Source: an optimization exercise on an open RTL-to-GDS flow (aim: small area and a short achievable clock period). Production flows keep margins and buffers that such runs may drop.
Function was not checked in any run shown here: the RTL went through the layout flow alone.
Power is estimated from default activity; no workload was simulated.

==> design.v <==
module ecc144_codec (
    input  wire         clk,
    input  wire         rst,
    input  wire         in_valid,
    input  wire         in_op,         
    input  wire [2:0]   in_src,
    input  wire [127:0] in_data,
    input  wire [15:0]  in_check,
    output reg          out_valid,
    output reg  [127:0] out_data,
    output reg  [15:0]  out_check,
    output reg  [1:0]   out_status,
    output reg  [5:0]   out_sym,
    output reg  [3:0]   out_err,
    output reg  [15:0]  corr_cnt,
    output reg  [15:0]  uncorr_cnt,
    output reg  [2:0]   last_src,
    output reg  [5:0]   last_sym,
    output reg  [3:0]   last_err
);
    localparam [1:0] ST_OK = 2'd0, ST_CORR = 2'd1, ST_UNCORR = 2'd2;
    localparam [15:0] CNT_MAX = 16'hFFFE;
    function [3:0] gf_mul(input [3:0] x, input [3:0] y);
        reg [6:0] r;
        integer i;
        begin
            r = 7'd0;
            for (i = 0; i < 4; i = i + 1)
                if (y[i]) r = r ^ ({3'd0, x} << i);
            for (i = 6; i >= 4; i = i - 1)
                if (r[i]) r = r ^ (7'h13 << (i - 4));
            gf_mul = r[3:0];
        end
    endfunction
    wire [15:0] kg = in_check & {16{in_op}};
    wire [15:0] syn;
    wire t144 = in_data[87] ^ in_data[107];
    wire t145 = in_data[21] ^ in_data[29];
    wire t146 = in_data[39] ^ in_data[47];
    wire t147 = in_data[22] ^ in_data[30];
    wire t148 = in_data[69] ^ in_data[77];
    wire t149 = in_data[91] ^ in_data[95];
    wire t150 = in_data[76] ^ in_data[124];
    wire t151 = in_data[104] ^ in_data[108];
    wire t152 = in_data[15] ^ in_data[43];
    wire t153 = in_data[114] ^ in_data[122];
    wire t154 = in_data[90] ^ in_data[94];
    wire t155 = in_data[75] ^ in_data[79];
    wire t156 = in_data[113] ^ in_data[121];
    wire t157 = in_data[20] ^ in_data[28];
    wire t158 = in_data[23] ^ in_data[31];
    wire t159 = in_data[51] ^ t144;
    wire t160 = in_data[86] ^ t147;
    wire t161 = in_data[103] ^ t146;
    wire t162 = in_data[116] ^ in_data[120];
    wire t163 = in_data[99] ^ in_data[123];
    wire t164 = in_data[106] ^ in_data[126];
    wire t165 = in_data[7] ^ in_data[71];
    wire t166 = in_data[70] ^ in_data[78];
    wire t167 = in_data[105] ^ in_data[109];
    wire t168 = in_data[11] ^ in_data[127];
    wire t169 = in_data[6] ^ in_data[14];
    wire t170 = in_data[52] ^ in_data[60];
    wire t171 = in_data[83] ^ in_data[111];
    wire t172 = in_data[36] ^ in_data[100];
    wire t173 = in_data[38] ^ in_data[46];
    wire t174 = in_data[84] ^ in_data[88];
    wire t175 = in_data[49] ^ in_data[57];
    wire t176 = in_data[37] ^ in_data[45];
    wire t177 = in_data[117] ^ in_data[125];
    wire t178 = in_data[85] ^ in_data[89];
    wire t179 = in_data[16] ^ in_data[24];
    wire t180 = in_data[115] ^ in_data[119];
    wire t181 = in_data[65] ^ in_data[73];
    wire t182 = t156 ^ t177;
    wire t183 = in_data[44] ^ t172;
    wire t184 = in_data[96] ^ t151;
    wire t185 = t148 ^ t181;
    wire t186 = t149 ^ t155;
    wire t187 = in_data[112] ^ t162;
    wire t188 = in_data[118] ^ t153;
    wire t189 = in_data[82] ^ t154;
    wire t190 = in_data[59] ^ t159;
    wire t191 = in_data[4] ^ in_data[12];
    wire t192 = in_data[33] ^ in_data[97];
    wire t193 = in_data[102] ^ in_data[110];
    wire t194 = in_data[80] ^ in_data[92];
    wire t195 = in_data[61] ^ in_data[93];
    wire t196 = in_data[42] ^ in_data[98];
    wire t197 = in_data[64] ^ in_data[68];
    wire t198 = in_data[2] ^ in_data[10];
    wire t199 = in_data[17] ^ in_data[25];
    wire t200 = in_data[50] ^ in_data[58];
    wire t201 = in_data[19] ^ in_data[27];
    wire t202 = in_data[66] ^ in_data[74];
    wire t203 = in_data[48] ^ in_data[56];
    wire t204 = in_data[5] ^ in_data[13];
    wire t205 = in_data[18] ^ in_data[26];
    wire t206 = in_data[32] ^ in_data[40];
    wire t207 = in_data[101] ^ t167;
    wire t208 = t174 ^ t194;
    wire t209 = in_data[41] ^ t192;
    wire t210 = t145 ^ t204;
    wire t211 = t152 ^ t163;
    wire t212 = t158 ^ t165;
    wire t213 = in_data[3] ^ t168;
    wire t214 = in_data[81] ^ t178;
    wire t215 = in_data[72] ^ t197;
    wire t216 = in_data[34] ^ t196;
    wire t217 = t166 ^ t202;
    wire t218 = t150 ^ t157;
    wire t219 = t171 ^ t180;
    wire t220 = t184 ^ t206;
    wire t221 = in_data[35] ^ t187;
    wire t222 = in_data[63] ^ t186;
    wire t223 = t160 ^ t173;
    wire t224 = t161 ^ t201;
    wire t225 = in_data[0] ^ in_data[8];
    wire t226 = in_data[1] ^ in_data[9];
    wire t227 = in_data[55] ^ in_data[67];
    wire t228 = in_data[54] ^ in_data[62];
    wire t229 = t170 ^ t179;
    wire t230 = t164 ^ t193;
    wire t231 = t175 ^ t176;
    wire t232 = kg[9] ^ kg[13];
    wire t233 = t169 ^ t198;
    wire t234 = kg[10] ^ kg[14];
    wire t235 = kg[11] ^ kg[15];
    wire t236 = in_data[53] ^ t195;
    wire t237 = t212 ^ t227;
    wire t238 = t182 ^ t185;
    wire t239 = t208 ^ t229;
    wire t240 = t214 ^ t236;
    wire t241 = t189 ^ t217;
    wire t242 = t188 ^ t233;
    wire t243 = t211 ^ t213;
    wire t244 = t218 ^ t225;
    wire t245 = t183 ^ t203;
    wire t246 = t207 ^ t209;
    wire t247 = t222 ^ t237;
    wire t248 = t190 ^ t224;
    wire t249 = t200 ^ t205;
    wire t250 = t199 ^ t226;
    wire t251 = kg[4] ^ t191;
    wire t252 = kg[8] ^ kg[12];
    wire t253 = t228 ^ t249;
    wire t254 = kg[5] ^ t210;
    wire t255 = t230 ^ t234;
    wire t256 = t215 ^ t252;
    wire t257 = t223 ^ t241;
    wire t258 = t238 ^ t250;
    wire t259 = t216 ^ t242;
    wire t260 = t221 ^ t243;
    wire t261 = t244 ^ t245;
    wire t262 = t220 ^ t239;
    wire t263 = t231 ^ t246;
    wire t264 = t247 ^ t248;
    wire t265 = in_data[79] ^ in_data[115];
    wire t266 = in_data[107] ^ in_data[111];
    wire t267 = in_data[47] ^ in_data[92];
    wire t268 = in_data[77] ^ in_data[125];
    wire t269 = in_data[78] ^ t164;
    wire t270 = t145 ^ t199;
    wire t271 = t169 ^ t268;
    wire t272 = t152 ^ t267;
    wire t273 = in_data[91] ^ t176;
    wire t274 = t157 ^ t200;
    wire t275 = t219 ^ t235;
    wire t276 = in_data[93] ^ t219;
    wire t277 = t185 ^ t232;
    wire t278 = t179 ^ t235;
    wire t279 = t265 ^ t270;
    wire t280 = t170 ^ t182;
    wire t281 = t191 ^ t215;
    wire t282 = in_data[106] ^ t216;
    wire t283 = kg[6] ^ t271;
    wire t284 = t189 ^ t272;
    wire t285 = in_data[126] ^ t251;
    wire t286 = kg[7] ^ t269;
    wire t287 = t220 ^ t286;
    wire t288 = t273 ^ t277;
    wire t289 = in_data[124] ^ t221;
    wire t290 = t240 ^ t255;
    wire t291 = t190 ^ t279;
    wire t292 = t261 ^ t262;
    wire t293 = t260 ^ t281;
    wire t294 = t210 ^ t258;
    wire t295 = t253 ^ t257;
    wire t296 = t188 ^ t263;
    wire t297 = kg[0] ^ t187;
    wire t298 = t251 ^ t256;
    wire t299 = t297 ^ t298;
    wire t300 = t292 ^ t299;
    wire t301 = kg[1] ^ t232;
    wire t302 = t240 ^ t254;
    wire t303 = t301 ^ t258;
    wire t304 = t263 ^ t302;
    wire t305 = t303 ^ t304;
    wire t306 = kg[2] ^ kg[6];
    wire t307 = t306 ^ t255;
    wire t308 = t259 ^ t307;
    wire t309 = t295 ^ t308;
    wire t310 = in_data[35] ^ kg[3];
    wire t311 = kg[7] ^ t310;
    wire t312 = t243 ^ t275;
    wire t313 = t311 ^ t312;
    wire t314 = t264 ^ t313;
    wire t315 = in_data[27] ^ in_data[31];
    wire t316 = in_data[53] ^ in_data[59];
    wire t317 = in_data[61] ^ in_data[68];
    wire t318 = in_data[84] ^ in_data[108];
    wire t319 = in_data[116] ^ in_data[123];
    wire t320 = kg[12] ^ t168;
    wire t321 = t266 ^ t315;
    wire t322 = t316 ^ t317;
    wire t323 = t318 ^ t319;
    wire t324 = t160 ^ t183;
    wire t325 = t218 ^ t320;
    wire t326 = t321 ^ t322;
    wire t327 = t323 ^ t222;
    wire t328 = t253 ^ t280;
    wire t329 = t284 ^ t285;
    wire t330 = t324 ^ t325;
    wire t331 = t326 ^ t327;
    wire t332 = t328 ^ t329;
    wire t333 = t330 ^ t296;
    wire t334 = t331 ^ t332;
    wire t335 = t333 ^ t334;
    wire t336 = in_data[8] ^ in_data[11];
    wire t337 = in_data[12] ^ in_data[19];
    wire t338 = in_data[23] ^ in_data[24];
    wire t339 = in_data[28] ^ in_data[40];
    wire t340 = in_data[44] ^ in_data[55];
    wire t341 = in_data[56] ^ in_data[60];
    wire t342 = in_data[72] ^ in_data[85];
    wire t343 = in_data[88] ^ in_data[105];
    wire t344 = in_data[120] ^ kg[13];
    wire t345 = t148 ^ t150;
    wire t346 = t151 ^ t155;
    wire t347 = t156 ^ t175;
    wire t348 = t193 ^ t205;
    wire t349 = t336 ^ t337;
    wire t350 = t338 ^ t339;
    wire t351 = t340 ^ t341;
    wire t352 = t342 ^ t343;
    wire t353 = t159 ^ t209;
    wire t354 = t344 ^ t345;
    wire t355 = t346 ^ t347;
    wire t356 = t348 ^ t349;
    wire t357 = t350 ^ t351;
    wire t358 = t352 ^ t223;
    wire t359 = t254 ^ t276;
    wire t360 = t282 ^ t284;
    wire t361 = t353 ^ t354;
    wire t362 = t355 ^ t356;
    wire t363 = t357 ^ t358;
    wire t364 = t359 ^ t360;
    wire t365 = t361 ^ t362;
    wire t366 = t363 ^ t364;
    wire t367 = t365 ^ t366;
    wire t368 = in_data[9] ^ in_data[13];
    wire t369 = in_data[25] ^ in_data[29];
    wire t370 = in_data[41] ^ in_data[43];
    wire t371 = in_data[45] ^ in_data[57];
    wire t372 = in_data[73] ^ in_data[89];
    wire t373 = in_data[94] ^ in_data[99];
    wire t374 = in_data[121] ^ kg[14];
    wire t375 = t144 ^ t149;
    wire t376 = t153 ^ t158;
    wire t377 = t166 ^ t167;
    wire t378 = t171 ^ t195;
    wire t379 = t203 ^ t368;
    wire t380 = t369 ^ t370;
    wire t381 = t371 ^ t372;
    wire t382 = t373 ^ t160;
    wire t383 = t274 ^ t374;
    wire t384 = t375 ^ t376;
    wire t385 = t377 ^ t378;
    wire t386 = t379 ^ t380;
    wire t387 = t381 ^ t224;
    wire t388 = t239 ^ t282;
    wire t389 = t283 ^ t382;
    wire t390 = t383 ^ t384;
    wire t391 = t385 ^ t386;
    wire t392 = t289 ^ t387;
    wire t393 = t388 ^ t389;
    wire t394 = t390 ^ t391;
    wire t395 = t392 ^ t393;
    wire t396 = t394 ^ t395;
    wire t397 = in_data[10] ^ in_data[14];
    wire t398 = in_data[26] ^ in_data[30];
    wire t399 = in_data[42] ^ in_data[46];
    wire t400 = in_data[58] ^ in_data[62];
    wire t401 = in_data[74] ^ in_data[95];
    wire t402 = in_data[110] ^ in_data[122];
    wire t403 = kg[15] ^ t154;
    wire t404 = t175 ^ t397;
    wire t405 = t398 ^ t399;
    wire t406 = t400 ^ t401;
    wire t407 = t402 ^ t211;
    wire t408 = t212 ^ t403;
    wire t409 = t404 ^ t405;
    wire t410 = t406 ^ t240;
    wire t411 = t245 ^ t280;
    wire t412 = t407 ^ t408;
    wire t413 = t409 ^ t287;
    wire t414 = t289 ^ t291;
    wire t415 = t410 ^ t411;
    wire t416 = t412 ^ t413;
    wire t417 = t414 ^ t415;
    wire t418 = t416 ^ t417;
    wire t419 = in_data[100] ^ t150;
    wire t420 = t184 ^ t208;
    wire t421 = t219 ^ t419;
    wire t422 = t256 ^ t420;
    wire t423 = t421 ^ t260;
    wire t424 = t422 ^ t264;
    wire t425 = t423 ^ t424;
    wire t426 = in_data[97] ^ t207;
    wire t427 = t214 ^ t232;
    wire t428 = t238 ^ t276;
    wire t429 = t426 ^ t427;
    wire t430 = t428 ^ t429;
    wire t431 = t264 ^ t292;
    wire t432 = t293 ^ t430;
    wire t433 = t431 ^ t432;
    wire t434 = in_data[86] ^ in_data[98];
    wire t435 = t434 ^ t241;
    wire t436 = t290 ^ t435;
    wire t437 = t294 ^ t296;
    wire t438 = t436 ^ t437;
    wire t439 = in_data[67] ^ in_data[71];
    wire t440 = in_data[103] ^ in_data[127];
    wire t441 = t144 ^ t163;
    wire t442 = t439 ^ t440;
    wire t443 = t186 ^ t230;
    wire t444 = t441 ^ t442;
    wire t445 = t275 ^ t443;
    wire t446 = t444 ^ t259;
    wire t447 = t445 ^ t295;
    wire t448 = t446 ^ t447;
    wire t449 = in_data[67] ^ in_data[100];
    wire t450 = t147 ^ t158;
    wire t451 = t205 ^ t449;
    wire t452 = t161 ^ t213;
    wire t453 = t217 ^ t450;
    wire t454 = t451 ^ t242;
    wire t455 = t246 ^ t285;
    wire t456 = t452 ^ t453;
    wire t457 = t262 ^ t288;
    wire t458 = t291 ^ t454;
    wire t459 = t455 ^ t456;
    wire t460 = t457 ^ t458;
    wire t461 = t459 ^ t460;
    wire t462 = in_data[15] ^ in_data[64];
    wire t463 = in_data[75] ^ in_data[104];
    wire t464 = in_data[112] ^ in_data[119];
    wire t465 = in_data[123] ^ t165;
    wire t466 = t173 ^ t174;
    wire t467 = t462 ^ t463;
    wire t468 = t464 ^ t465;
    wire t469 = t466 ^ t467;
    wire t470 = t254 ^ t468;
    wire t471 = t469 ^ t248;
    wire t472 = t259 ^ t261;
    wire t473 = t288 ^ t290;
    wire t474 = t470 ^ t471;
    wire t475 = t472 ^ t473;
    wire t476 = t474 ^ t475;
    wire t477 = in_data[7] ^ in_data[65];
    wire t478 = in_data[101] ^ in_data[105];
    wire t479 = in_data[113] ^ t145;
    wire t480 = t178 ^ t180;
    wire t481 = t226 ^ t228;
    wire t482 = t266 ^ t477;
    wire t483 = t478 ^ t161;
    wire t484 = t231 ^ t234;
    wire t485 = t479 ^ t480;
    wire t486 = t481 ^ t482;
    wire t487 = t244 ^ t278;
    wire t488 = t283 ^ t483;
    wire t489 = t484 ^ t485;
    wire t490 = t486 ^ t257;
    wire t491 = t487 ^ t488;
    wire t492 = t489 ^ t293;
    wire t493 = t490 ^ t491;
    wire t494 = t492 ^ t493;
    wire t495 = in_data[15] ^ in_data[66];
    wire t496 = in_data[76] ^ in_data[83];
    wire t497 = in_data[87] ^ in_data[90];
    wire t498 = in_data[102] ^ in_data[114];
    wire t499 = t146 ^ t198;
    wire t500 = t495 ^ t496;
    wire t501 = t497 ^ t498;
    wire t502 = t183 ^ t274;
    wire t503 = t499 ^ t500;
    wire t504 = t501 ^ t223;
    wire t505 = t256 ^ t278;
    wire t506 = t502 ^ t503;
    wire t507 = t247 ^ t287;
    wire t508 = t504 ^ t505;
    wire t509 = t506 ^ t294;
    wire t510 = t507 ^ t508;
    wire t511 = t509 ^ t510;
    assign syn[0] = t300;
    assign syn[1] = t305;
    assign syn[2] = t309;
    assign syn[3] = t314;
    assign syn[4] = t335;
    assign syn[5] = t367;
    assign syn[6] = t396;
    assign syn[7] = t418;
    assign syn[8] = t425;
    assign syn[9] = t433;
    assign syn[10] = t438;
    assign syn[11] = t448;
    assign syn[12] = t461;
    assign syn[13] = t476;
    assign syn[14] = t494;
    assign syn[15] = t511;
    reg         r1_valid;
    reg         r1_op;
    reg [2:0]   r1_src;
    reg [127:0] r1_data;
    reg [15:0]  r1_check;
    reg [15:0]  r1_syn;
    always @(posedge clk) begin
        if (rst) r1_valid <= 1'b0;
        else     r1_valid <= in_valid;
        r1_op    <= in_op;
        r1_src   <= in_src;
        r1_data  <= in_data;
        r1_check <= in_check;
        r1_syn   <= syn;
    end
    wire [3:0] s0 = r1_syn[3:0];
    wire [3:0] s1 = r1_syn[7:4];
    wire [3:0] s2 = r1_syn[11:8];
    wire [3:0] s3 = r1_syn[15:12];
    wire [3:0] c1 = s3 ^ gf_mul(4'h8, s2);
    wire [3:0] c3 = s1 ^ c1;
    wire [3:0] c2 = s2 ^ c3;
    wire [3:0] c0 = s0 ^ s2 ^ c1;
    wire [15:0] enc_check = {c3, c2, c1, c0};
    wire nz0  = |s0;
    wire zero = ~|{s3, s2, s1, s0};
    wire [15:0] eq1;
    wire [3:0]  eq2;
    genvar gc;
    generate
        for (gc = 0; gc < 16; gc = gc + 1) begin : g_eq1
            assign eq1[gc] = (s1 == gf_mul(gc, s0));
        end
        for (gc = 0; gc < 4; gc = gc + 1) begin : g_eq2
            assign eq2[gc] = (s2 == gf_mul(gc, s0));
        end
    endgenerate
    wire [3:0] qe  = gf_mul(s1, s1) ^ gf_mul(s1, s2) ^ gf_mul(4'h8, gf_mul(s2, s2)) ^ gf_mul(s0, s3);
    wire       qok = (qe == 4'h0);
    wire is_data = eq2[2] | eq2[3];
    wire posok   = is_data | ((eq2[0] | eq2[1]) & (eq1[0] | eq1[1]));
    wire corr    = nz0 & qok & posok;
    wire [3:0] a_bin;
    assign a_bin[0] = |{eq1[1], eq1[3], eq1[5], eq1[7], eq1[9], eq1[11], eq1[13], eq1[15]};
    assign a_bin[1] = |{eq1[2], eq1[3], eq1[6], eq1[7], eq1[10], eq1[11], eq1[14], eq1[15]};
    assign a_bin[2] = |{eq1[4], eq1[5], eq1[6], eq1[7], eq1[12], eq1[13], eq1[14], eq1[15]};
    assign a_bin[3] = |eq1[15:8];
    wire [5:0] pos = is_data ? {1'b0, eq2[3], a_bin} : {2'b10, 2'b00, eq2[1], a_bin[0]};
    wire [1:0] dec_status = zero ? ST_OK : (corr ? ST_CORR : ST_UNCORR);
    wire [5:0] dec_sym    = corr ? pos : 6'd0;
    wire [3:0] dec_err    = corr ? s0 : 4'h0;
    wire g0 = r1_op & qok & eq2[0];
    wire g1 = r1_op & qok & eq2[1];
    wire g2 = r1_op & qok & eq2[2];
    wire g3 = r1_op & qok & eq2[3];
    wire [127:0] cdata;
    generate
        for (gc = 0; gc < 16; gc = gc + 1) begin : g_cd
            assign cdata[4*gc +: 4]      = s0 & {4{g2 & eq1[gc]}};
            assign cdata[64 + 4*gc +: 4] = s0 & {4{g3 & eq1[gc]}};
        end
    endgenerate
    wire [15:0] ccheck = {s0 & {4{g1 & eq1[1]}}, s0 & {4{g1 & eq1[0]}},
                          s0 & {4{g0 & eq1[1]}}, s0 & {4{g0 & eq1[0]}}};
    reg [2:0] out_src;
    always @(posedge clk) begin
        if (rst) out_valid <= 1'b0;
        else     out_valid <= r1_valid;
        out_src    <= r1_src;
        out_data   <= r1_data ^ cdata;
        out_check  <= r1_op ? (r1_check ^ ccheck) : enc_check;
        out_status <= r1_op ? dec_status : ST_OK;
        out_sym    <= r1_op ? dec_sym : 6'd0;
        out_err    <= r1_op ? dec_err : 4'h0;
    end
    always @(posedge clk) begin
        if (rst) begin
            corr_cnt   <= 16'd0;
            uncorr_cnt <= 16'd0;
            last_src   <= 3'd0;
            last_sym   <= 6'd0;
            last_err   <= 4'h0;
        end else if (out_valid) begin
            if (out_status == ST_CORR) begin
                if (corr_cnt != CNT_MAX) corr_cnt <= corr_cnt + 16'd1;
                last_src <= out_src;
                last_sym <= out_sym;
                last_err <= out_err;
            end
            if (out_status == ST_UNCORR && uncorr_cnt != CNT_MAX)
                uncorr_cnt <= uncorr_cnt + 16'd1;
        end
    end
endmodule
==> flow/run.sh <==
#!/bin/bash
# The standard layout, with every port buffered by a buf_2 cell instead of the default
# clkdlybuf4s50_1 (smaller and faster); the tools' output goes to standard.log here.
set -euo pipefail
export BUFFER_PORTS_ARGS="-buffer_cell sky130_fd_sc_hd__buf_2"
bash standard.sh > standard.log 2>&1
==> standard.sh <==
#!/bin/bash
# synth_recipe.tcl (not shown) runs the flow's synth.tcl, then flattens the netlist and writes it again
# the make line also repeats each setting of config.mk as NAME=value (left out here)
make -C /OpenROAD-flow-scripts/flow DESIGN_CONFIG=/design/flow/config.mk WORK_HOME=/design/flow/orfs CLKGATE_MAP_FILE= SYNTH_SCRIPT=/design/flow/synth_recipe.tcl "${@:-finish}"
==> config.mk <==
export PLATFORM = sky130hd
export DESIGN_NAME = ecc144_codec
export DESIGN_NICKNAME = ecc144_codec
export VERILOG_FILES = /design/flow/design.v
export SDC_FILE = /design/flow/constraint.sdc
export NUM_CORES = 4
export LEC_CHECK = 0
export ABC_AREA = 1
export CAP_MARGIN = 20
export CORE_MARGIN = 2
export CORE_UTILIZATION = 40
export CTS_BUF_LIST = sky130_fd_sc_hd__clkbuf_8
export CTS_CLUSTER_DIAMETER = 50
export CTS_CLUSTER_SIZE = 16
export SETUP_SLACK_MARGIN = 4.5
export SLEW_MARGIN = 20
==> constraint.sdc <==
create_clock -name core_clock -period 7.5 [get_ports {clk}]
set_input_delay 1.5000 -clock core_clock [delete_from_list [all_inputs] [get_ports {clk}]]
set_output_delay 1.5000 -clock core_clock [all_outputs]
set_load 0.01 [all_outputs]
==> run_results.csv, run 1 <==
group,metric,value,unit
setup_path,crit_chain,"buf_2 > xnor2_4 > xor2_1 > xnor2_1 > xor2_2 > xor2_1 > xor2_1 > xor2_1",
setup_path,crit_path_end_kind,"flop",
power,finalPower,8.59,mW
synth,synthDistinctLibCells,48,
cells_and_area,post-route-util,0.510,
placed_design,io_buffers,352,
cts,cts_buffers,38,
placed_design,hpwlAfterDp,44900,um
sta,period_needed,3.08,ns
global_route,grt_pass1_vias,13400,
cts,path_clk_slew,0.09,ns
global_route,grt_usage,0.255,
synth,seq_area_frac_synth,0.436,
die,fp.dieArea,0.0442,mm2
global_route,antenna_found_initial,2,
power,p_per_area,401,mW/mm2
sta,skew,0.0486,ns
sta,setup_violations,0,
die,core_area,0.0419,mm2
cts,cts_hold_buf,0,
routing,vias,13700,
power,leakage,10.2,nW
sta,fmax,324,MHz
global_route,grt_pass1_wl,83600,um
global_route,grt_max_degree,39,
synth,synth_edf_count,0,
sta,post-route-period-util,0.411,
cts,root_buffer,"clkbuf_8",
setup_path,cp_max_fo,3,
sta,hold_slack,0.325,ns
cells_and_area,nets,2469,
die,rows,75,
synth,synth_top_area_share,0.436,
routing,drt-total-wl,58000,um
routing,ant_nets,0,
sta,rsz0062_at_grt,"true",
flow_run,cap_viol_max_count,0,
die,die-width,210,um
sta,layout_setup_ws,4.42,ns
routing,via_per_inst,4.76,
synth,syn_nets,2082,
synth,synth_largest_area_cell,"dfxtp_1",
synth,synth-async-reset-ratio,0,
cts,cts_tree,"built",
routing,drc,0,
synth,syn_inst,1920,
setup_path,cp_data_arrival_time,3.59,ns
cells_and_area,design_area,0.0214,mm2
routing,wire_per_inst,20.2,um
sta,drv_slew,0,
global_route,grt_overflow,0,
setup_path,cp.required,8.01,ns
cells_and_area,stdcell_count,2874,
cts,htree_levels,2,
sta,worstMarginPinSlew,1.06,ns
synth,yosys_warnings,1,
cts,worst_skew_pair.late_latency,0.62,ns
die,die_h,210,um
synth,synth_area,0.0170,mm2
placed_design,routabilityCongestion,0.934,
sta,hold_viol_final,0,
hold_path,min_path_type,"reg -> reg",
placed_design,placedCellCount,2769,
sta,slew_headroom,0.293,
synth,synth_flop_cell,"dfxtp_1",
synth,syn-mean-instance-area,8.85,um2
sta,tns,0,ns
power,irDropWorstVdd,222,uV
synth,yosysMostFrequentCell,"dfxtp_1",
setup_path,r2r_slack,4.61,ns
cells_and_area,syn2layout_area_growth,25.9,%
status,outcome,"timing/DRC/antenna clean",
die,num_io_pins,353,
setup_path,crit_type,"in -> reg",
placed_design,place_ws,3.05,ns
cts,cts_buffer_depth,3,
setup_path,slowest_stage,"xnor2_1",
setup_path,start_kind,"primary input",
die,initial_core_util,0.405,
synth,synth-seq-cells,370,
synth,yosys-top-cells-count,"dfxtp_1 (370), xor2_1 (341), nand2_1 (274)",
placed_design,place_area,0.0195,mm2
routing,drtIter0Drc,797,
cts,cts_sinks,370,
setup_path,path_common_cell,"xor2_1",
synth,synth.area.top_cells,"dfxtp_1 (44%), xor2_1 (18%), xnor2_1 (11%), nand2_1 (6.1%), nor2_1 (4.3%)",
setup_path,max_stage_delay,0.44,ns
cells_and_area,drive_gt1_frac,0.291,
routing,first_pass_iters,5,
## path summary, 6_finish.rpt
kind,startpoint,endpoint,depth (start not counted)
setup reg to reg,r1_syn[2],out_sym[2],17
hold reg to reg,r1_src[0],out_src[0],0
hold / removal,r1_src[0],out_src[0],0
setup / recovery,in_data[87],r1_syn[13],8
## sequential cells by signal, summed over array words and instances (netlist names), 2 cells and up
register and cells:
r1_check 16, r1_syn 16, out_status 2, last_src 3
last_sym 6, out_src 3, r1_src 3, last_err 4
out_err 4, corr_cnt 16, uncorr_cnt 16, r1_data 128
out_check 16, out_sym 6, out_data 128
## critical path: cells and delay by family
kind | cells | cell delay, ns
buffers and inverters | 1 | 0.16
XOR/XNOR | 7 | 1.92
## routing by layer
metal / global-route usage / up-vias / part of all wire
li1: - / 6692 / -
met1: 0.318 / 6464 / 0.43
met2: 0.450 / 434 / 0.49
met3: 0.0426 / 98 / 0.049
met4: 0.0743 / 2 / 0.029
met5: 0 / - / 0.00022
## report_power, final
group / internal, mW / switching [mW] / leakage [nW] / total (mW)
clock network: 0.657 / 0.800 / 0.440 / 1.46
registers: 2.18 / 0.239 / 3.10 / 2.42
logic: 1.74 / 2.97 / 6.61 / 4.71
total: 4.58 / 4.01 / 10.2 / 8.59
## cell usage in the layout (no fill, tap or decap), drive strengths merged, types with 2 or more instances in the layout
cell type | synthesis | final
a2111oi | 4 | 4
a211oi | 2 | 2
a21oi | 28 | 28
a221oi | 2 | 2
and3 | 2 | 2
buf | 36 | 396
bufinv | 0 | 3
clkbuf | 16 | 44
clkinv | 1 | 6
clkinvlp | 0 | 7
dfxtp | 370 | 370
ha | 11 | 11
inv | 143 | 154
nand2 | 306 | 306
nand3 | 96 | 96
nand3b | 6 | 6
nand4 | 12 | 12
nor2 | 224 | 224
nor3 | 15 | 15
nor3b | 2 | 2
nor4 | 14 | 14
o2111ai | 2 | 2
o21a | 3 | 3
o21ai | 44 | 44
o21bai | 2 | 2
or2 | 11 | 11
xnor2 | 223 | 223
xor2 | 341 | 341
## repair_timing
action | in CTS | in global routing
setup endpoints to repair | 166 | 167
cloned | 0 | 3
gates resized for setup | 55 | 88
pin swaps | 5 | 17
setup buffers | 17 | 17
## logic make-up (layout without fill, tap and decap cells)
| logic type | count (synthesis) | in the layout | share of synthesized area |
|---|---|---|---|
| AOI/OAI and AO/OA | 90 | 90 | 0.0307 |
| xor gates and xnor gates | 564 | 564 | 0.292 |
| adders and majority gates | 11 | 11 | 0.00810 |
| buffers and inverters | 196 | 610 | 0.0495 |
| DFF | 370 | 370 | 0.436 |
| other | 0 | 1 | 0 |
| and+or+nand+nor | 689 | 689 | 0.184 |
## area by class of cell
| cell class | count | area [um2] |
|---|---|---|
| clock inverter | 26 | 302 |
| tap | 539 | 674 |
| multi-input combinational | 1354 | 9550 |
| inverter | 144 | 611 |
| fill | 3933 | 20500 |
| clock buffer | 41 | 564 |
| antenna | 1 | 2.50 |
| timing repair buffer | 399 | 2260 |
| sequential | 370 | 7440 |
==> run 2: changes to the inputs <==
--- a/config.mk
+++ b/config.mk
@@ -5,7 +5,7 @@
 export SDC_FILE = /design/flow/constraint.sdc
 export NUM_CORES = 4
 export LEC_CHECK = 0
-export ABC_AREA = 1
+export ABC_CLOCK_PERIOD_IN_PS = 2000
 export CAP_MARGIN = 20
 export CORE_MARGIN = 2
 export CORE_UTILIZATION = 40
==> run 2 against run 1 <==
Against the previous run:
- largest cell class unchanged
- via count shrank 6.1%
- hold slack gained 0.0075 ns
- critical path type is now reg -> reg
- die area shrank 1.3%
- final cell count shrank 9.7%
- clock power grew 9.6%
- critical path depth grew 4
- synthesized cell count shrank 16%
- first-iteration DRC count grew 6.8%
- highest routed layer unchanged
- routed wire length grew 1.6%
==> run_results.csv, run 2 <==
group,metric,value,unit
status,outcome,"timing/DRC/antenna clean",
setup_path,max_stage_delay,0.37,ns
sta,tns,0,ns
cts,path_clk_slew,0.08,ns
hold_path,hold_depth,0,
synth,synth-seq-cells,370,
sta,hold_slack,0.333,ns
sta,drv_slew,0,
cells_and_area,final_cell_mix,"dfxtp_1 (359), buf_2 (352), xnor2_1 (317), xor2_1 (254), nand2_1 (109)",
global_route,grt_max_degree,48,
setup_path,crit_family,"XOR/XNOR gates",
setup_path,crit_type,"reg -> reg",
setup_path,ff2ff_path_depth,12,
sta,fmax,332,MHz
synth,yosysMostFrequentCell,"dfxtp_1",
sta,rsz0062_at_grt,"true",
sta,layout_setup_ws,4.49,ns
synth,synth_top_area_share,0.441,
setup_path,path_buf_inv,3,
cells_and_area,nets,2187,
cts,cts_sinks,370,
routing,via_per_inst,4.95,
sta,slew_headroom,0.302,
setup_path,crit_path_end_kind,"flop",
synth,syn_nets,1778,
hold_path,whs_endpoint,"out_src[2]",
synth,synthDistinctLibCells,58,
cells_and_area,syn2layout_area_growth,28.2,%
global_route,grt_pass1_vias,12800,
cells_and_area,largestRegisters,"out_data x128, r1_data x128",
die,die-width,209,um
global_route,grt_usage,0.261,
synth,synth.area.top_cells,"dfxtp_1 (44%), xnor2_1 (18%), xor2_1 (14%), nor3_2 (5.0%), nand2_1 (2.5%)",
sta,worstMarginPinSlew,1.05,ns
routing,drc,0,
die,num_io_pins,353,
placed_design,hpwlAfterDp,43200,um
global_route,antenna_found_initial,2,
synth,yosys_warnings,1,
synth,synth_area,0.0168,mm2
placed_design,io_buffers,352,
cells_and_area,n_antenna_cell,0,
synth,synth_largest_area_cell,"dfxtp_1",
setup_path,r2r-end,"out_sym[3]",
synth,synth_edf_count,0,
routing,ant_nets,0,
routing,wire_per_inst,22.7,um
power,irDropWorstVdd,413,uV
placed_design,place_ws,3.29,ns
die,rows,75,
cells_and_area,layout_commonest_cell,"dfxtp_1",
cts,cts_buffers,41,
cts,worst_skew_pair.late_latency,0.64,ns
synth,synth_flop_cell,"dfxtp_1",
setup_path,crit_chain,"buf_12 > ha_1 > xnor2_2 > xnor2_1 > xnor2_1 > xnor3_2 > a211oi_4 > o21ai_4 > buf_12 > buf_4 > or2_4 > nor3b_1",
cts,cts_tree,"built",
cells_and_area,design_area,0.0215,mm2
routing,drtIter0Drc,851,
sta,post-route-period-util,0.401,
placed_design,place_area,0.0192,mm2
setup_path,r2r_slack,4.49,ns
cts,cts_buffer_depth,3,
power,p_per_area,515,mW/mm2
global_route,grt_overflow,0,
setup_path,cp_max_fo,14,
synth,seq_area_frac_synth,0.441,
cells_and_area,drive_gt1_frac,0.341,
hold_path,hp-start,"r1_src[2]",
sta,period_needed,3.01,ns
sta,skew,0.0380,ns
die,core_area,0.0417,mm2
hold_path,min_path_type,"reg -> reg",
routing,vias,12900,
routing,drt-total-wl,59000,um
power,leakage,8.99,nW
setup_path,timing.rr.start,"r1_syn[4]",
die,die_h,209,um
setup_path,cp_data_arrival_time,3.53,ns
placed_design,routabilityCongestion,0.944,
die,initial_core_util,0.403,
sta,setup_violations,0,
setup_path,slowest_stage,"dfxtp_4",
synth,syn_inst,1616,
synth,yosys-top-cells-count,"dfxtp_1 (370), xnor2_1 (344), xor2_1 (271)",
setup_path,start_kind,"flop",
synth,syn-mean-instance-area,10.4,um2
setup_path,cp.required,8.02,ns
flow_run,cap_viol_max_count,0,
routing,first_pass_iters,5,
cts,root_buffer,"clkbuf_8",
die,fp.dieArea,0.0436,mm2
global_route,grt_pass1_wl,83200,um
cts,htree_levels,2,
synth,synth-async-reset-ratio,0,
sta,hold_viol_final,0,
-- run 2: kinds of logic after synthesis --
| logic type | share of synthesized area |
|---|---|
| adders and majority gates | 0.00820 |
| AOI/OAI and AO/OA | 0.0368 |
| and+or+nand+nor | 0.153 |
| DFF | 0.441 |
| buffers and inverters | 0.0258 |
| muxes | 0.00447 |
| xor gates and xnor gates | 0.330 |
-- run 2: cell type report --
type | instances | area [um2]
clock buffer | 43 | 592
timing repair buffer | 436 | 2720
sequential | 370 | 7440
inverter | 16 | 62.6
multi-input combinational | 1160 | 9640
fill | 3819 | 20200
clock inverter | 31 | 387
tap | 539 | 674
-- run 2: power by group --
| group | switching, mW | internal [mW] | total, mW |
|---|---|---|---|
| Sequential | 0.167 | 2.19 | 2.36 |
| Clock | 0.865 | 0.731 | 1.60 |
| Combinational | 4.24 | 2.88 | 7.12 |
| Total | 5.27 | 5.81 | 11.1 |
-- run 2: metal layers --
layer / GRT usage / up-vias / part of all wire
met5: 0 / - / 0.00022
met4: 0.130 / 2 / 0.051
met3: 0.0546 / 154 / 0.067
met2: 0.418 / 556 / 0.46
met1: 0.334 / 6089 / 0.42
li1: - / 6056 / -
-- run 2: through the flow --
stage / power [mW] / instances / util
after floorplan: 6.41 / 1616 / -
final: 11.1 / 2595 / 0.516
after global placement: 7.56 / 2452 / 0.460
after CTS: 10.2 / 2552 / 0.498
after detailed placement: 7.58 / 2452 / 0.460
after global routing: 11.6 / 2595 / 0.516
-- run 2: how the worst max path moves through the flow --
stage	slack [ns]	from	to	cells past startpoint
final	4.49	r1_syn[4]	out_sym[3]	12
after global routing	4.44	r1_syn[0]	out_sym[3]	11
after CTS	4.44	r1_syn[4]	out_sym[3]	7
after detailed placement	3.29	r1_syn[3]	out_data[93]	9
after global placement	3.23	r1_syn[3]	out_data[93]	9
after floorplan	4.43	in_data[39]	r1_syn[3]	8
-- run 2: what timing repair did --
action | 4_1_cts | 5_1_grt
pin swaps | 12 | 20
endpoints found under the setup margin | 160 | 141
setup buffers | 22 | 38
gates resized for setup | 65 | 61
hold buffers | 0 | 0
cloned | 4 | 5
==> run 3: changes to the inputs <==
--- a/config.mk
+++ b/config.mk
@@ -5,7 +5,6 @@
 export SDC_FILE = /design/flow/constraint.sdc
 export NUM_CORES = 4
 export LEC_CHECK = 0
-export ABC_CLOCK_PERIOD_IN_PS = 2000
 export CAP_MARGIN = 20
 export CORE_MARGIN = 2
 export CORE_UTILIZATION = 40
==> run 3 against run 2 <==
Against the previous run:
- clock-buffer cell count is the same
- die area stayed put
- via count unchanged
- critical endpoint unchanged
- fmax is the same
==> run_results.csv, run 3 <==
group,metric,value,unit
routing,wire_per_inst,22.7,um
routing,ant_nets,0,
synth,synthDistinctLibCells,58,
synth,synth_flop_cell,"dfxtp_1",
synth,yosys_warnings,1,
placed_design,routabilityCongestion,0.944,
global_route,grt_pass1_vias,12800,
sta,hold_viol_final,0,
global_route,grt_overflow,0,
sta,post-route-period-util,0.401,
routing,drtIter0Drc,851,
power,p_per_area,515,mW/mm2
routing,met1_length,25000,um
cts,worst_skew_pair.late_latency,0.64,ns
cells_and_area,largestRegisters,"out_data x128, r1_data x128",
placed_design,io_buffers,352,
global_route,antenna_found_initial,2,
synth,synth-seq-cells,370,
setup_path,crit_path_end_kind,"flop",
synth,synth_adder_area_share,0.00820,
cells_and_area,stdcell_count,2595,
power,irDropWorstVdd,413,uV
sta,slew_headroom,0.302,
routing,wl_met2,27000,um
sta,period_needed,3.01,ns
power,leakage,8.99,nW
cells_and_area,drive_gt1_frac,0.341,
die,num_io_pins,353,
synth,synth-xor-area-share,0.330,
cells_and_area,final_cell_mix,"dfxtp_1 (359), buf_2 (352), xnor2_1 (317), xor2_1 (254), nand2_1 (109)",
flow_run,cap_viol_max_count,0,
global_route,grt_pass1_wl,83200,um
global_route,grt_max_degree,48,
sta,setup_violations,0,
die,rows,75,
cells_and_area,nets,2187,
global_route,grt_usage,0.261,
die,fp.dieArea,0.0436,mm2
routing,wl_met3,3970,um
synth,synth_largest_area_cell,"dfxtp_1",
sta,tns,0,ns
synth,yosys.area_share.simple,0.153,
routing,via_per_inst,4.95,
routing,first_pass_iters,5,
setup_path,crit_type,"reg -> reg",
setup_path,cp_max_fo,14,
synth,yosys-mux-area-fraction,0.00447,
sta,worstMarginPinSlew,1.05,ns
cells_and_area,syn2layout_area_growth,28.2,%
cells_and_area,design_area,0.0215,mm2
cts,cts_buffer_depth,3,
cells_and_area,post-route-util,0.516,
synth,synth_compound_gate_area_share,0.0368,
synth,synth_area,0.0168,mm2
routing,vias,12900,
hold_path,min_path_type,"reg -> reg",
synth,seq_area_frac_synth,0.441,
cts,cts_sinks,370,
status,outcome,"timing/DRC/antenna clean",
placed_design,hpwlAfterDp,43200,um
die,die_h,209,um
synth,synth_top_area_share,0.441,
cts,cts_buffers,41,
cts,path_clk_slew,0.08,ns
die,die-width,209,um
sta,drv_slew,0,
placed_design,place_area,0.0192,mm2
sta,skew,0.0380,ns
synth,syn_inst,1616,
synth,syn-mean-instance-area,10.4,um2
cts,htree_levels,2,
routing,routed.top_layer,"met5",
setup_path,cp.required,8.02,ns
die,core_area,0.0417,mm2
synth,synth_edf_count,0,
synth,synth_top_family_by_area,"XOR/XNOR gates",
synth,yosys-top-cells-count,"dfxtp_1 (370), xnor2_1 (344), xor2_1 (271)",
cts,cts_hold_buf,0,
synth,synth-async-reset-ratio,0,
cts,cts_tree,"built",
placed_design,placedCellCount,2452,
synth,syn_nets,1778,
setup_path,cp_data_arrival_time,3.53,ns
cells_and_area,n_antenna_cell,0,
cells_and_area,layout_commonest_cell,"dfxtp_1",
die,initial_core_util,0.403,
sta,fmax,332,MHz
setup_path,start_kind,"flop",
cts,root_buffer,"clkbuf_8",
sta,rsz0062_at_grt,"true",
routing,drt-total-wl,59000,um
synth,synth.area.top_cells,"dfxtp_1 (44%), xnor2_1 (18%), xor2_1 (14%), nor3_2 (5.0%), nand2_1 (2.5%)",
synth,yosysMostFrequentCell,"dfxtp_1",
routing,drc,0,
power,finalPower,11.1,mW
[run 3: cell counts after synthesis]
Identical to the previous run, type by type.
[run 3: final timing paths]
check,startpoint,end,slack [ns],depth (start not counted)
worst min register to register,r1_src[2],out_src[2],0.33,0
worst max-delay path,r1_syn[4],out_sym[3],4.49,12
worst max register to register,r1_syn[4],out_sym[3],4.49,12
worst min-delay path,r1_src[2],out_src[2],0.33,0
[run 3: through the flow]
| stage | hold slack [ns] | worst slack (ns) |
|---|---|---|
| final | 0.333 | 4.49 |
| after global routing | 0.343 | 4.44 |
| after CTS | 0.335 | 4.44 |
| after detailed placement | 0.314 | 3.29 |
| after global placement | 0.313 | 3.23 |
| after floorplan | 0.310 | 4.43 |
[run 3: area by class of cell]
type                            instances  area [um2]
Fill cell                            3819       20200
Clock inverter                         31         387
Tap cell                              539         674
Sequential cell                       370        7440
Multi-Input combinational cell       1160        9640
Inverter                               16        62.6
Clock buffer                           43         592
Timing Repair Buffer                  436        2720
[run 3: what timing repair did]
| action | CTS | global route |
|---|---|---|
| pin swaps | 12 | 20 |
| setup endpoints to repair | 160 | 141 |
| gates resized for setup | 65 | 61 |
| setup buffers | 22 | 38 |
| endpoints found under the hold margin | 0 | 0 |
| gates cloned | 4 | 5 |
[run 3: power breakdown]
group	leakage, nW	internal [mW]	switching, mW
combinational	5.39	2.88	4.24
sequential	3.10	2.19	0.167
clock	0.494	0.731	0.865
total	8.99	5.81	5.27
[run 3: logic make-up (layout without fill, tap and decap cells)]
| family | count (synthesis) | after routing |
|---|---|---|
| compound gates | 89 | 90 |
| xor+xnor | 622 | 622 |
| fa+ha+maj | 11 | 11 |
| buf+inv | 87 | 526 |
| flops | 370 | 370 |
| mux | 7 | 7 |
| simple gates | 430 | 430 |
[run 3: routing by layer]
layer,GRT usage,vias up
met3,0.0546,154
met1,0.334,6089
met2,0.418,556
met4,0.130,2
li1,-,6056
met5,0,-
[run 3: worst max-delay path, stage by stage (launching register included)]
cell and delay, ns:
dfxtp_4 0.37, buf_12 0.15, ha_1 0.22, xnor2_2 0.14, xnor2_1 0.20, xnor2_1 0.17
xnor3_2 0.32, a211oi_4 0.30, o21ai_4 0.15, buf_12 0.17, buf_4 0.13, or2_4 0.29
nor3b_1 0.26
==> run 4: changes to the inputs <==
--- a/config.mk
+++ b/config.mk
@@ -8,8 +8,7 @@
 export CAP_MARGIN = 20
 export CORE_MARGIN = 2
 export CORE_UTILIZATION = 40
-export CTS_BUF_LIST = sky130_fd_sc_hd__clkbuf_8
-export CTS_CLUSTER_DIAMETER = 50
-export CTS_CLUSTER_SIZE = 16
+export CTS_BUF_LIST = sky130_fd_sc_hd__clkbuf_8 sky130_fd_sc_hd__clkbuf_16
+export CTS_CLUSTER_SIZE = 24
 export SETUP_SLACK_MARGIN = 4.5
 export SLEW_MARGIN = 20
==> run 4 against run 3 <==
Against the previous run:
- clock power up 28%
- hold slack worse by 0.0076 ns
- global-route usage fell by 0.17 points
- combinational power fell by about 10%
- sequential power barely moved
- final cell count fell by 1.1%
- synthesized cell count stayed put
- setup slack better by 0.020 ns
- design area rose by 0.69%
- routed wire length decreased by 2.3%
- non-clock buffer count down 29
- critical path type is now in -> reg
- largest cell class unchanged
==> run_results.csv, run 4 <==
group,metric,value,unit
sta,tns,0,ns
power,p_per_area,498,mW/mm2
cells_and_area,layout_commonest_cell,"dfxtp_1",
sta,fmax,334,MHz
setup_path,cp_data_arrival_time,3.49,ns
die,fp.dieArea,0.0436,mm2
synth,seq_area_frac_synth,0.441,
die,rows,75,
global_route,antenna_found_initial,2,
power,power.internal,5.83,mW
die,num_io_pins,353,
routing,drt-total-wl,57600,um
cts,path_clk_slew,0.07,ns
cts,cts_buffers,41,
synth,synth_flop_cell,"dfxtp_1",
synth,synth_top_area_share,0.441,
global_route,grt_usage,0.259,
cells_and_area,nets,2158,
cells_and_area,n_fill_cell,3781,
sta,worstMarginPinSlew,1.03,ns
sta,setup_violations,0,
hold_path,min_path_type,"reg -> reg",
power,pwr-share-seq,0.219,
synth,yosys-top-cells-count,"dfxtp_1 (370), xnor2_1 (344), xor2_1 (271)",
synth,synthDistinctLibCells,58,
global_route,grt_overflow,0,
synth,synth-async-reset-ratio,0,
routing,wire_per_inst,22.4,um
global_route,grt_pass1_wl,83300,um
cts,cts_tree,"built",
setup_path,cp_max_fo,2,
cts,root_buffer,"clkbuf_16",
setup_path,cp.required,8.00,ns
synth,synth.area.top_cells,"dfxtp_1 (44%), xnor2_1 (18%), xor2_1 (14%), nor3_2 (5.0%), nand2_1 (2.5%)",
synth,synth_edf_count,0,
die,die-width,209,um
synth,yosysMostFrequentCell,"dfxtp_1",
placed_design,placedCellCount,2452,
global_route,grt_max_degree,48,
routing,ant_nets,0,
routing,drc,0,
cts,cts_buffer_depth,3,
cts,worst_skew_pair.late_latency,0.59,ns
setup_path,crit_path_end_kind,"flop",
power,p_sw_frac,0.459,
cells_and_area,largestRegisters,"out_data x128, r1_data x128",
synth,syn_nets,1778,
cells_and_area,stdcell_count,2567,
synth,yosys_warnings,1,
cells_and_area,drive_gt1_frac,0.339,
power,irDropWorstVdd,483,uV
sta,slew_headroom,0.316,
placed_design,routabilityCongestion,0.944,
sta,drv_slew,0,
flow_run,cap_viol_max_count,0,
sta,hold_slack,0.325,ns
setup_path,crit_type,"in -> reg",
die,core_area,0.0417,mm2
die,initial_core_util,0.403,
power,leakage,8.86,nW
synth,synth-seq-cells,370,
synth,syn-mean-instance-area,10.4,um2
global_route,grt_pass1_vias,12800,
power,power.switching,4.95,mW
cts,cts_sinks,370,
power,clockPowerShare,0.190,
synth,syn_inst,1616,
synth,synth_largest_area_cell,"dfxtp_1",
sta,period_needed,2.99,ns
sta,skew,0.0349,ns
routing,drtIter0Drc,750,
cells_and_area,final_cell_mix,"dfxtp_1 (363), buf_2 (352), xnor2_1 (307), xor2_1 (247), nand2_1 (108)",
power,pwr-share-comb,0.591,
cts,htree_levels,2,
routing,via_per_inst,4.94,
synth,synth_area,0.0168,mm2
sta,hold_viol_final,0,
placed_design,hpwlAfterDp,43200,um
routing,first_pass_iters,5,
sta,rsz0062_at_grt,"true",
placed_design,io_buffers,352,
routing,vias,12700,
setup_path,start_kind,"primary input",
die,die_h,209,um
sta,post-route-period-util,0.399,
cells_and_area,syn2layout_area_growth,29.1,%
status,outcome,"timing/DRC/antenna clean",
==> run 4: cell count changes in the layout (fill, tap and decap cells not counted), sizes merged <==
cell / before / now
clkbuf: 48 / 54
clkinv: 7 / 9
inv: 32 / 25
clkinvlp: 4 / 0
diode: 0 / 2
buf: 430 / 406
bufbuf: 1 / 0
bufinv: 4 / 2
==> run 4: metal layers <==
metal	track usage	up-vias	wire length, um
met5	0	-	13
met4	0.107	2	2260
met3	0.0386	111	3260
met2	0.431	507	27100
met1	0.337	6066	25000
li1	-	6001	-
==> run 4: path summary, 6_finish.rpt <==
path                    start             to  slack, ns  depth (start not counted)
hold / removal      r1_src[2]     out_src[2]       0.33                          0
setup / recovery  in_data[21]     r1_syn[13]       4.51                          8
setup reg to reg   r1_syn[12]  out_data[123]       4.55                         10
hold reg to reg     r1_src[2]     out_src[2]       0.33                          0
==> run 4: cell families after synthesis <==
logic type                 Yosys count  share of synthesized area
DFF                                370                      0.441
adders and majority gates           11                    0.00820
buffers and inverters               87                     0.0258
xor gates and xnor gates           622                      0.330
and+or+nand+nor                    430                      0.153
AOI/OAI and AO/OA                   89                     0.0368
muxes                                7                    0.00447
==> run 4: timing repair <==
action	in CTS	in global routing
pin swaps	13	10
cloned	2	1
gates resized for setup	63	63
hold buffers	0	0
endpoints found under the setup margin	165	159
buffers inserted	19	18
==> run 4: metrics by stage <==
stage	area, um2	worst slack, ns	total power, mW	util
floorplan	17000	4.43	6.41	-
detailed placement	19200	3.29	7.58	0.460
global placement	19200	3.23	7.56	0.460
CTS	21100	4.44	10.4	0.507
finish	21700	4.51	10.8	0.520
global route	21700	4.45	11.3	0.520
==> run 4: area by class of cell <==
class,instances,area (um2),share of cell area
multi-input cells,1160,9760,0.450
repair buffers,407,2340,0.108
inverters,16,62.6,0.00289
diodes,2,5.00,0.000231
well taps,539,674,0.0311
clock buffers,53,1190,0.0550
flip-flops and latches,370,7430,0.343
clock inverters,20,205,0.00947
==> run 4: power groups by stage <==
stage | Clock, mW | Combinational [mW] | Sequential (mW)
3_3_place_gp | 0 | 5.18 | 2.39
6_report | 2.05 | 6.38 | 2.36
2_1_floorplan | 0 | 4.07 | 2.34
3_5_place_dp | 0 | 5.19 | 2.39
5_1_grt | 2.17 | 6.76 | 2.37
4_1_cts | 2.09 | 5.99 | 2.36
==> run 4: worst max-delay path, cell delays in order <==
cell	delay (ns)
buf_2	0.13
xor2_2	0.22
xnor2_1	0.50
xnor2_1	0.26
xnor2_2	0.34
xnor2_1	0.14
xnor2_1	0.23
xnor2_1	0.15

separate check: timing with driven ports:
How much do the figures lean on ideal ports? The routed layouts below were timed once more, with nothing changed but the port constraints.
Step 1 (the two cells are an assumption about what drives the block):
set clk [get_ports {clk}]
set_driving_cell -lib_cell sky130_fd_sc_hd__clkbuf_16 $clk
set_driving_cell -lib_cell sky130_fd_sc_hd__buf_2 [delete_from_list [all_inputs] $clk]
Step 2, shift: input delay + t, output delay - t, t = (earliest + latest rising clock arrival at the registers) / 2. This alone moves slack from input paths to output paths.
Three values: ideal ports, drivers, drivers and shift; two values: the first two.
run	t (ns)	slack for setup (ns)	worst setup path after step 2	worst register clock-pin slew, ns
run 1	0.652	4.418 / 4.450 / 3.798	input to register	0.10 / 0.10
run 2	0.673	4.490 / 4.490 / 3.854	input to register	0.10 / 0.10
run 3	0.673	4.490 / 4.490 / 3.854	input to register	0.10 / 0.10
run 4	0.630	4.510 / 4.523 / 3.893	input to register	0.07 / 0.07
After both steps setup and hold are still met in every run listed.
